From an optimization exercise on the open Yosys and OpenROAD flow, aimed at small area and a short achievable clock period; shortcuts taken in it are not production practice.
In this exercise RTL edits were held to simulation tests only and were not proved equivalent to the original.
Power figures rest on the tool's default switching activity, not on a simulated workload.

--- flow/config.mk ---
export PLATFORM = sky130hd
export DESIGN_NAME = ivsyn_arb
export DESIGN_NICKNAME = ivsyn_arb
export VERILOG_FILES = /design/flow/design.v
export SDC_FILE = /design/flow/constraint.sdc
export NUM_CORES = 4
export LEC_CHECK = 0
export CAP_MARGIN = 20
export CORE_MARGIN = 2
export CORE_UTILIZATION = 50
export SLEW_MARGIN = 20
--- flow/flow/remap.ys ---
read_liberty -ignore_miss_func -ignore_miss_dir @LIB@
blackbox =sky130_fd_sc_hd__*df* =sky130_fd_sc_hd__*dl* =sky130_fd_sc_hd__*lat*
read_verilog @IN@
hierarchy -top @TOP@
flatten
hierarchy -top @TOP@
opt_clean -purge
opt -fast
abc -liberty @LIB@ -script +strash;dch,-f;map,-a;topo
opt_clean -purge
hilomap -singleton -hicell sky130_fd_sc_hd__conb_1 HI -locell sky130_fd_sc_hd__conb_1 LO
setundef -zero
opt_clean -purge
stat -liberty @LIB@
write_verilog -noattr -noexpr @OUT@
--- flow/constraint.sdc ---
create_clock -name core_clock -period 70.0 [get_ports {clk}]
set_input_delay 14.0000 -clock core_clock [delete_from_list [all_inputs] [get_ports {clk}]]
set_output_delay 14.0000 -clock core_clock [all_outputs]
set_load 0.01 [all_outputs]
--- flow/design.v ---
module ivsyn_arb (
    input  wire        clk,
    input  wire        rst_n,           
    input  wire [7:0]  waitlim,         
    input  wire        preempt_en,
    input  wire        freeze,
    input  wire        upd_valid,
    input  wire [3:0]  upd_id,
    input  wire        upd_leave,
    input  wire [63:0] upd_deadline,
    input  wire [15:0] req,
    input  wire        close_write,
    output wire        gnt_valid,
    output wire [3:0]  gnt_id,
    output wire [63:0] gnt_deadline,
    output wire [7:0]  gnt_wait,
    output wire        gnt_open,
    output wire        open_valid,
    output wire [3:0]  open_id,
    output wire [4:0]  streams
);
    localparam N = 16;
    function lt64;
        input [63:0] a, b;
        integer q;
        reg r;
        begin
            r = 1'b0;
            for (q = 0; q < 64; q = q + 1)
                r = (a[q] ^ b[q]) ? b[q] : r;
            lt64 = r;
        end
    endfunction
    function ge8;
        input [7:0] a, b;
        integer q;
        reg r;
        begin
            r = 1'b1;
            for (q = 0; q < 8; q = q + 1)
                r = (a[q] & ~b[q]) | (a[q] & r) | (~b[q] & r);
            ge8 = r;
        end
    endfunction
    reg  [N-1:0] act;                   
    reg  [63:0]  dl   [0:N-1];          
    reg  [63:0]  pd;
    reg  [3:0]   pid;
    reg          pv;
    reg  [N-1:0] mlt [0:N-1];           
    reg  [N-1:0] meq [0:N-1];           
    reg  [N-1:0] win_r;                 
    reg          gv_r;                  
    reg  [N-1:0] reqv_r;                
    reg          wopen_r;               
    reg          lv_r;                  
    reg  [3:0]   lid_r;                 
    reg  [7:0]   wcnt [0:N-1];
    reg          opn;
    reg  [3:0]   opn_id;
    reg  [3:0]   opn_cnt;
    wire [N-1:0] lvdec = lv_r ? (16'd1 << lid_r) : 16'd0;
    reg  [7:0]   w [0:N-1];             
    reg  [3:0]   win_id;
    reg  [63:0]  win_dl;
    reg  [7:0]   win_w;
    reg          same;                  
    reg          o_v;
    reg  [3:0]   o_id, o_cnt;
    integer i, j;
    always @* begin
        for (i = 0; i < N; i = i + 1) begin
            if (lvdec[i] || (reqv_r[i] && win_r[i]))
                w[i] = 8'd0;
            else if (reqv_r[i] && wcnt[i] != 8'd255)
                w[i] = wcnt[i] + 8'd1;
            else
                w[i] = wcnt[i];
        end
        win_id = 4'd0;
        win_dl = 64'd0;
        win_w  = 8'd0;
        for (i = 0; i < N; i = i + 1) begin
            win_id = win_id | (win_r[i] ? i[3:0] : 4'd0);
            win_dl = win_dl | (win_r[i] ? dl[i] : 64'd0);
            win_w  = win_w  | (win_r[i] ? wcnt[i] : 8'd0);
        end
        same = wopen_r && (win_id == opn_id);
        if (gv_r && !same) begin
            o_id  = win_id;
            o_cnt = 4'd0;
            o_v   = 1'b1;
        end else begin
            o_id  = opn_id;
            o_cnt = gv_r ? opn_cnt + 4'd1 : opn_cnt;
            o_v   = gv_r ? (opn_cnt != 4'd14) : wopen_r;
        end
        if (lv_r && lid_r == o_id)
            o_v = 1'b0;
    end
    assign gnt_valid    = gv_r;
    assign gnt_id       = win_id;
    assign gnt_deadline = win_dl;
    assign gnt_wait     = win_w;
    assign gnt_open     = ~same;
    assign open_valid   = o_v;
    assign open_id      = o_id;
    reg [4:0] nstreams;
    always @* begin
        nstreams = 5'd0;
        for (i = 0; i < N; i = i + 1)
            nstreams = nstreams + {4'd0, act[i]};
    end
    assign streams = nstreams;
    wire [N-1:0] pdec = pv ? (16'd1 << pid) : 16'd0;
    reg  [N-1:0] c_lt, c_eq;            
    always @* begin
        for (i = 0; i < N; i = i + 1) begin
            c_lt[i] = lt64(pd, dl[i]);
            c_eq[i] = pd == dl[i];
        end
    end
    reg  [N-1:0] lt_e [0:N-1];
    reg  [N-1:0] eq_e [0:N-1];
    reg  [N-1:0] beat [0:N-1];          
    always @* begin
        for (i = 0; i < N; i = i + 1)
            for (j = 0; j < N; j = j + 1) begin
                lt_e[i][j] = 1'b0;
                eq_e[i][j] = 1'b0;
                beat[i][j] = 1'b0;
            end
        for (i = 0; i < N; i = i + 1)
            for (j = i + 1; j < N; j = j + 1) begin
                if (pdec[i]) begin
                    lt_e[i][j] = c_lt[j];
                    eq_e[i][j] = c_eq[j];
                end else if (pdec[j]) begin
                    lt_e[i][j] = ~c_lt[i] & ~c_eq[i];
                    eq_e[i][j] = c_eq[i];
                end else begin
                    lt_e[i][j] = mlt[i][j];
                    eq_e[i][j] = meq[i][j];
                end
                beat[i][j] = lt_e[i][j] | (eq_e[i][j] & ge8(w[i], w[j]));
                beat[j][i] = ~beat[i][j];
            end
    end
    wire [N-1:0] reqv  = freeze ? {N{1'b0}} : (req & act);
    wire         wopen = o_v & ~close_write & ~freeze;
    wire [N-1:0] odec  = 16'd1 << o_id;
    reg  [N-1:0] at_lim, pool, best, win;
    reg          keep;
    always @* begin
        for (i = 0; i < N; i = i + 1)
            at_lim[i] = reqv[i] && (waitlim != 8'd0) && ge8(w[i], waitlim);
        pool = (|at_lim) ? at_lim : reqv;
        for (i = 0; i < N; i = i + 1) begin
            best[i] = pool[i];
            for (j = 0; j < N; j = j + 1)
                if (j != i)
                    best[i] = best[i] & (~pool[j] | beat[i][j]);
        end
        keep = wopen && !preempt_en && (|(reqv & odec));
        win  = keep ? odec : best;
    end
    always @(posedge clk) begin
        for (i = 0; i < N; i = i + 1)
            if (pdec[i])
                dl[i] <= pd;
        pd  <= upd_deadline;
        pid <= upd_id;
        pv  <= upd_valid & ~upd_leave;
        for (i = 0; i < N; i = i + 1)
            for (j = i + 1; j < N; j = j + 1) begin
                mlt[i][j] <= lt_e[i][j];
                meq[i][j] <= eq_e[i][j];
            end
        win_r <= win;
        lid_r <= upd_id;
        for (i = 0; i < N; i = i + 1)
            wcnt[i] <= w[i];
        opn_id  <= o_id;
        opn_cnt <= o_cnt;
        if (!rst_n) begin
            act     <= {N{1'b0}};
            gv_r    <= 1'b0;
            reqv_r  <= {N{1'b0}};
            wopen_r <= 1'b0;
            lv_r    <= 1'b0;
            opn     <= 1'b0;
            opn_id  <= 4'd0;
            for (i = 0; i < N; i = i + 1)
                wcnt[i] <= 8'd0;
        end else begin
            gv_r    <= |reqv;
            reqv_r  <= reqv;
            wopen_r <= wopen;
            lv_r    <= upd_valid & upd_leave;
            opn     <= o_v;
            if (upd_valid)
                act[upd_id] <= ~upd_leave;
        end
    end
endmodule
--- flow/standard.sh ---
#!/bin/bash
# synth_recipe.tcl (not shown) runs the flow's synth.tcl, then flattens the netlist and writes it again
# the make line also repeats each setting of config.mk as NAME=value (left out here)
make -C /OpenROAD-flow-scripts/flow DESIGN_CONFIG=/design/flow/config.mk WORK_HOME=/design/flow/orfs CLKGATE_MAP_FILE= SYNTH_SCRIPT=/design/flow/synth_recipe.tcl "${@:-finish}"
--- flow/flow/run.sh ---
#!/bin/bash
# Layout flow: the standard synthesis, then the combinational logic is mapped
# again by ABC for area (registers are kept as they are, same cells and
# names), then the standard ORFS flow from that netlist.
set -euo pipefail
W=$PWD
LIB=$FLOW_HOME/platforms/$FLOW_PLATFORM/lib/sky130_fd_sc_hd__tt_025C_1v80.lib
R=$W/orfs/results/$FLOW_PLATFORM/ivsyn_arb/base

# 1. standard synthesis
bash standard.sh synth > $W/std_synth.log 2>&1
cp $R/1_2_yosys.v $W/std_net.v

# 2. area remap of the logic between the registers
sed -e "s|@LIB@|$LIB|g" -e "s|@IN@|$W/std_net.v|g" -e "s|@OUT@|$W/remap_net.v|g" \
    -e "s|@TOP@|$FLOW_TOP|g" $W/flow/remap.ys > $W/remap_run.ys
yosys -l $W/remap.log -s $W/remap_run.ys > /dev/null 2>&1

# 3. the standard flow from the remapped netlist
rm -rf $W/orfs
bash standard.sh SYNTH_NETLIST_FILES=$W/remap_net.v finish > $W/layout.log 2>&1
==> results of run 1 <==
-- how the worst max path moves through the flow --
| stage | end | startpoint | cells after the start |
|---|---|---|---|
| after floorplan | win_r[5] | waitlim[1] | 23 |
| after global placement | win_r[5] | waitlim[1] | 22 |
| after detailed placement | win_r[8] | waitlim[1] | 23 |
| after CTS | win_r[5] | waitlim[1] | 22 |
-- metal layers --
metal / GRT overflow / global-route usage, %
met5: 0 / 32.0
met1: 1 / 77.2
met4: 3 / 72.9
met2: 3 / 88.8
met3: 0 / 62.5
-- through the flow --
step           util (%)  area [sq um]
2_1_floorplan         -         86700
3_3_place_gp       55.3         95100
3_5_place_dp       55.4         95200
4_1_cts            58.8        101000
-- power groups by stage --
stage	Combinational, uW	Clock [uW]	Sequential, uW
2_1_floorplan	137	0	1040
3_3_place_gp	291	0	1040
3_5_place_dp	294	0	1040
4_1_cts	296	947	1020
==> flow_metrics.py, run 1 <==
metrics = {
    "outcome": {
        "status": "did not finish",
        "lastStage": "5_1_grt",
        "error": "[ERROR GRT-0116] Global routing finished with congestion. Check the congestion regions in the DRC Viewer.",
    },
    "grt": {
        "grt_pass1_vias": 109000,
        "grt_max_degree": 93,
        "grt_pass1_wl_microns": 922000,
        "overflow": 7,
        "grt.total_usage_pct": 75.5,
    },
    "die": {
        "io_pins": 187,
        "die_width_microns": 420,
        "fp.dieH_microns": 420,
        "num_rows": 152,
        "start_util_pct": 50.4,
    },
    "synth": {
        "ys_warn_count": 0,
        "synth.avg_cell_area_sq_um": 8.42,
        "synth_nets": 10400,
        "syn_inst": 10300,
        "netlist_area_sq_um": 86700,
    },
    "cts": {
        "clock_tree.root_cell": "clkbuf_16",
        "cts_made_buffers": 167,
        "cts_buffer_depth": 3,
        "cts_hold_buf": 0,
        "cts_setup_buffers": 0,
        "postCtsResizedCells": 0,
        "htreeDepth": 4,
    },
    "placed_design": {
        "routabilityCongestion": 1.38,
        "post-place-ws_ps": 48000,
        "portBuffers": 186,
        "hpwlAfterDp_microns": 450000,
        "placed_cells": 13200,
    },
}
==> inputs of run 2 (changes only) <==
--- a/flow/design.v
+++ b/flow/design.v
@@ -85,7 +85,7 @@
             win_dl = win_dl | (win_r[i] ? dl[i] : 64'd0);
             win_w  = win_w  | (win_r[i] ? wcnt[i] : 8'd0);
         end
-        same = wopen_r && (win_id == opn_id);
+        same = wopen_r && (|(win_r & (16'd1 << opn_id)));
         if (gv_r && !same) begin
             o_id  = win_id;
             o_cnt = 4'd0;
@@ -95,7 +95,7 @@
             o_cnt = gv_r ? opn_cnt + 4'd1 : opn_cnt;
             o_v   = gv_r ? (opn_cnt != 4'd14) : wopen_r;
         end
-        if (lv_r && lid_r == o_id)
+        if ((gv_r && !same) ? (|(win_r & lvdec)) : (lv_r && lid_r == opn_id))
             o_v = 1'b0;
     end
     assign gnt_valid    = gv_r;
@@ -105,13 +105,8 @@
     assign gnt_open     = ~same;
     assign open_valid   = o_v;
     assign open_id      = o_id;
-    reg [4:0] nstreams;
-    always @* begin
-        nstreams = 5'd0;
-        for (i = 0; i < N; i = i + 1)
-            nstreams = nstreams + {4'd0, act[i]};
-    end
-    assign streams = nstreams;
+    reg  [4:0]   nstr;
+    assign streams = nstr;
     wire [N-1:0] pdec = pv ? (16'd1 << pid) : 16'd0;
     reg  [N-1:0] c_lt, c_eq;            
     always @* begin
@@ -184,6 +179,7 @@
         opn_cnt <= o_cnt;
         if (!rst_n) begin
             act     <= {N{1'b0}};
+            nstr    <= 5'd0;
             gv_r    <= 1'b0;
             reqv_r  <= {N{1'b0}};
             wopen_r <= 1'b0;
@@ -198,8 +194,13 @@
             wopen_r <= wopen;
             lv_r    <= upd_valid & upd_leave;
             opn     <= o_v;
-            if (upd_valid)
+            if (upd_valid) begin
                 act[upd_id] <= ~upd_leave;
+                if (!upd_leave && !act[upd_id])
+                    nstr <= nstr + 5'd1;
+                else if (upd_leave && act[upd_id])
+                    nstr <= nstr - 5'd1;
+            end
         end
     end
 endmodule
==> flow/run.sh (new file) <==
#!/bin/bash
# synth_recipe.tcl (not shown) runs the flow's synth.tcl, then flattens the netlist and writes it again
# the make line also repeats each setting of config.mk as NAME=value (left out here)
make -C /OpenROAD-flow-scripts/flow DESIGN_CONFIG=/design/flow/config.mk WORK_HOME=/design/flow/orfs CLKGATE_MAP_FILE= SYNTH_SCRIPT=/design/flow/synth_recipe.tcl finish
==> flow/config.mk (replaced) <==
export PLATFORM = sky130hd
export DESIGN_NAME = ivsyn_arb
export DESIGN_NICKNAME = ivsyn_arb
export VERILOG_FILES = /design/flow/design.v
export SDC_FILE = /design/flow/constraint.sdc
export NUM_CORES = 4
export LEC_CHECK = 0
export ABC_AREA = 1
export CAP_MARGIN = 30
export CORE_MARGIN = 2
export CORE_UTILIZATION = 30
export SETUP_SLACK_MARGIN = 5
export SLEW_MARGIN = 30
export TNS_END_PERCENT = 0
removed: flow/flow/run.sh
removed: flow/flow/remap.ys
removed: flow/standard.sh
==> run 2 against run 1 <==
Effect of this change:
- now clean on timing, DRC and antenna
- synthesized cell count increased by 25%
- synthesized area increased by 11%
==> flow_metrics.py, run 2 <==
metrics = {
    "synth": {
        "yosys.area_share.simple_pct": 24.2,
        "synth_edf_count": 1024,
        "ys_seq_area_share_pct": 42.5,
        "synth_common_cells": "nand2_1 (3794), inv_1 (1860), edfxtp_1 (1024), nor2_1 (698), o221ai_1 (691)",
        "synth_top_family_by_area": "simple AND/OR/NAND/NOR gates",
        "netlist-cell-type-count": 66,
        "synth-seq-cells": 1525,
        "async_flop_share_pct": 0,
        "synthMuxAreaShare_pct": 0.0326,
        "synth.avg_cell_area_sq_um": 7.45,
        "synth_nets": 13000,
        "yosysTopAreaCellShare_pct": 32.0,
        "synth_top_cell_by_area": "edfxtp_1",
        "syn_inst": 12900,
        "netlist_area_sq_um": 95900,
        "synth.most_common_cell": "nand2_1",
        "synthFlopType": "edfxtp_1",
        "ys_warn_count": 9,
        "ys_top_cells_by_area": "edfxtp_1 (32%), nand2_1 (15%), dfxtp_1 (10%), inv_1 (7.3%), o221ai_1 (6.3%)",
        "yosys.area_share.adder_pct": 0.662,
        "yosys.area_share.xor_xnor_pct": 0.301,
        "synth_compound_area_share_pct": 21.3,
    },
    "die": {
        "die_width_microns": 570,
        "dieArea_sq_um": 324000,
        "io_pins": 187,
        "coreArea_sq_um": 318000,
        "num_rows": 207,
        "fp.dieH_microns": 570,
        "start_util_pct": 30.2,
    },
    "timing": {
        "fin_skew_ps": 85.5,
        "tns_ps": 0,
        "worst_pin_slew_ps": 1430,
        "min_period_ps": 20380,
        "hold_viol_final": 0,
        "rsz0062_at_grt": "false",
        "timing.hold.ws_ps": 503,
        "min_period_over_period_pct": 29.1,
        "fmax_mhz": 49.1,
        "relSlewSlack_pct": 4.21,
        "setup_viol": 0,
        "report.final.slew_viol_count": 0,
    },
    "cts": {
        "cts_made_buffers": 197,
        "cts_setup_buffers": 0,
        "cts.clk_slew.worst_paths_ps": 70,
        "postCtsResizedCells": 0,
        "cts_tree": "yes",
        "clkLatencyLatePin_ps": 1000,
        "cts_sinks": 1525,
        "cts_hold_buf": 0,
        "cts_buffer_depth": 4,
        "htreeDepth": 4,
        "clock_tree.root_cell": "clkbuf_16",
    },
    "routing": {
        "vias_per_cell": 6.81,
        "drt_iter0_drc": 22800,
        "detail-route-antenna-nets": 0,
        "route.detailed.wl_per_inst_microns": 52.3,
        "drt-total-wl_microns": 920000,
        "first_pass_iters": 9,
        "vias": 120000,
        "drc": 0,
    },
    "finish": {
        "drive_gt1_share_pct": 9.46,
        "final_cell_mix": "nand2_1 (3788), inv_1 (1847), edfxtp_1 (1024), o221ai_1 (688), nor2_1 (684)",
        "final_common_cell": "nand2_1",
        "largest_registers": "dl: 1024 flops, wcnt: 128 flops",
        "largest_reg_flops": 1024,
        "syn2layout_area_growth_pct": 17.1,
        "finalNetCount": 13200,
        "regMostFlops": "dl",
    },
    "power_and_ir_drop": {
        "p_per_area_nw_per_um2": 22.9,
        "vdd_drop_max_v": 0.0000210,
        "p_leak_uw": 0.0470,
        "p_total_uw": 2570,
    },
    "grt": {
        "grt_pass1_wl_microns": 1160000,
        "grt_pass1_vias": 108000,
        "grt.total_usage_pct": 55.0,
        "antenna_found_initial": 164,
        "overflow": 0,
        "grt_max_degree": 82,
    },
    "worst_setup_path": {
        "start_kind": "flip-flop",
        "end_kind": "output port",
        "critPathMaxFanout": 13,
        "arrival_ps": 6380,
        "crit_type": "reg -> out",
        "required_ps": 56000,
    },
    "outcome": {
        "status": "finished clean",
    },
    "placed_design": {
        "portBuffers": 186,
        "routabilityCongestion": 1.17,
        "hpwlAfterDp_microns": 703000,
    },
    "min_path": {
        "timing.hold.worst.class": "reg -> reg",
    },
    "job": {
        "maxCapViolations": 0,
    },
}
run 2: final cells by class:
class | instances | area, sq um
fill | 34300 | 206000
multi-input combinational | 8587 | 45500
sequential | 1525 | 40800
inverter | 2012 | 7580
timing repair buffer | 761 | 6320
clock buffer | 279 | 5610
tap | 4180 | 5230
clock inverter | 82 | 902
antenna | 157 | 393
run 2: cells by family after synthesis:
kind of cell,count (synthesis)
xor+xnor,33
flops,1525
buf+inv,2773
simple gates,5582
compound gates,2917
fa+ha+maj,52
mux,3
run 2: power by group:
group | internal, uW | total (uW) | switching [uW]
registers | 1010 | 1030 | 24.6
clock network | 614 | 1100 | 484
logic | 102 | 446 | 344
total | 1720 | 2570 | 852
run 2: critical path, cell delays in order (launching register included):
cell,delay (ps)
dfxtp_2,390
inv_2,470
buf_4,420
o21ai_0,140
a221oi_1,860
o221ai_1,510
a21oi_1,540
o221ai_1,340
a21oi_1,300
o211ai_1,130
a221oi_1,400
o221ai_1,340
clkdlybuf4s50_1,580
run 2: final timing paths:
check	start	to	slack [ps]	cells past startpoint
setup reg to reg	pd[3]	win_r[4]	60140	71
hold / removal	nstr[4]	nstr[4]	500	2
setup / recovery	win_r[0]	gnt_deadline[11]	49620	12
hold reg to reg	nstr[4]	nstr[4]	500	2
run 2: routing by layer:
| layer | part of all wire (%) | up-vias | global-route usage (%) | wire, microns |
|---|---|---|---|---|
| met5 | 0.031 | - | 0.461 | 286 |
| met4 | 15 | 34 | 64.7 | 136000 |
| li1 | - | 45500 | - | - |
| met1 | 32 | 57700 | 56.2 | 292000 |
| met2 | 41 | 12100 | 79.8 | 378000 |
| met3 | 12 | 4419 | 22.0 | 115000 |
run 2: per-stage QoR:
| step | setup WS, ps | instances | area (sq um) | utilization, % |
|---|---|---|---|---|
| 6_report | 49620 | 17600 | 112000 | 35.3 |
| 5_1_grt | 50040 | 17500 | 112000 | 35.2 |
| 4_1_cts | 50010 | 17400 | 112000 | 35.1 |
| 3_5_place_dp | 49770 | 17000 | 105000 | 33.0 |
| 3_3_place_gp | 49700 | 17000 | 105000 | 33.0 |
| 2_1_floorplan | 52350 | 12900 | 95900 | - |

[separate check: timing with driven ports]
No port has a modelled driver above. Below, the same layout with a new extraction and two added sets of constraints. Step 1: set_driving_cell puts a clkbuf_16 on clk and a buf_2 on each other input, an assumption about the parent block. Step 2, shift: input delay + t, output delay - t, t = (earliest + latest rising clock arrival at the registers) / 2. This alone moves slack from input paths to output paths. Slacks: no drivers / after step 1 / after step 2; pairs: no drivers / after step 1.
run: run 2
t, ns: 1.086
slack for setup (ns): 49.619 / 49.495 / 49.520
hold WS [ns]: 0.503 / 0.503 / 0.503
After both steps run 2 still meets setup and hold. The setup slack of run 2 moves by -0.124 ns with the drivers and by -0.099 ns with both steps.
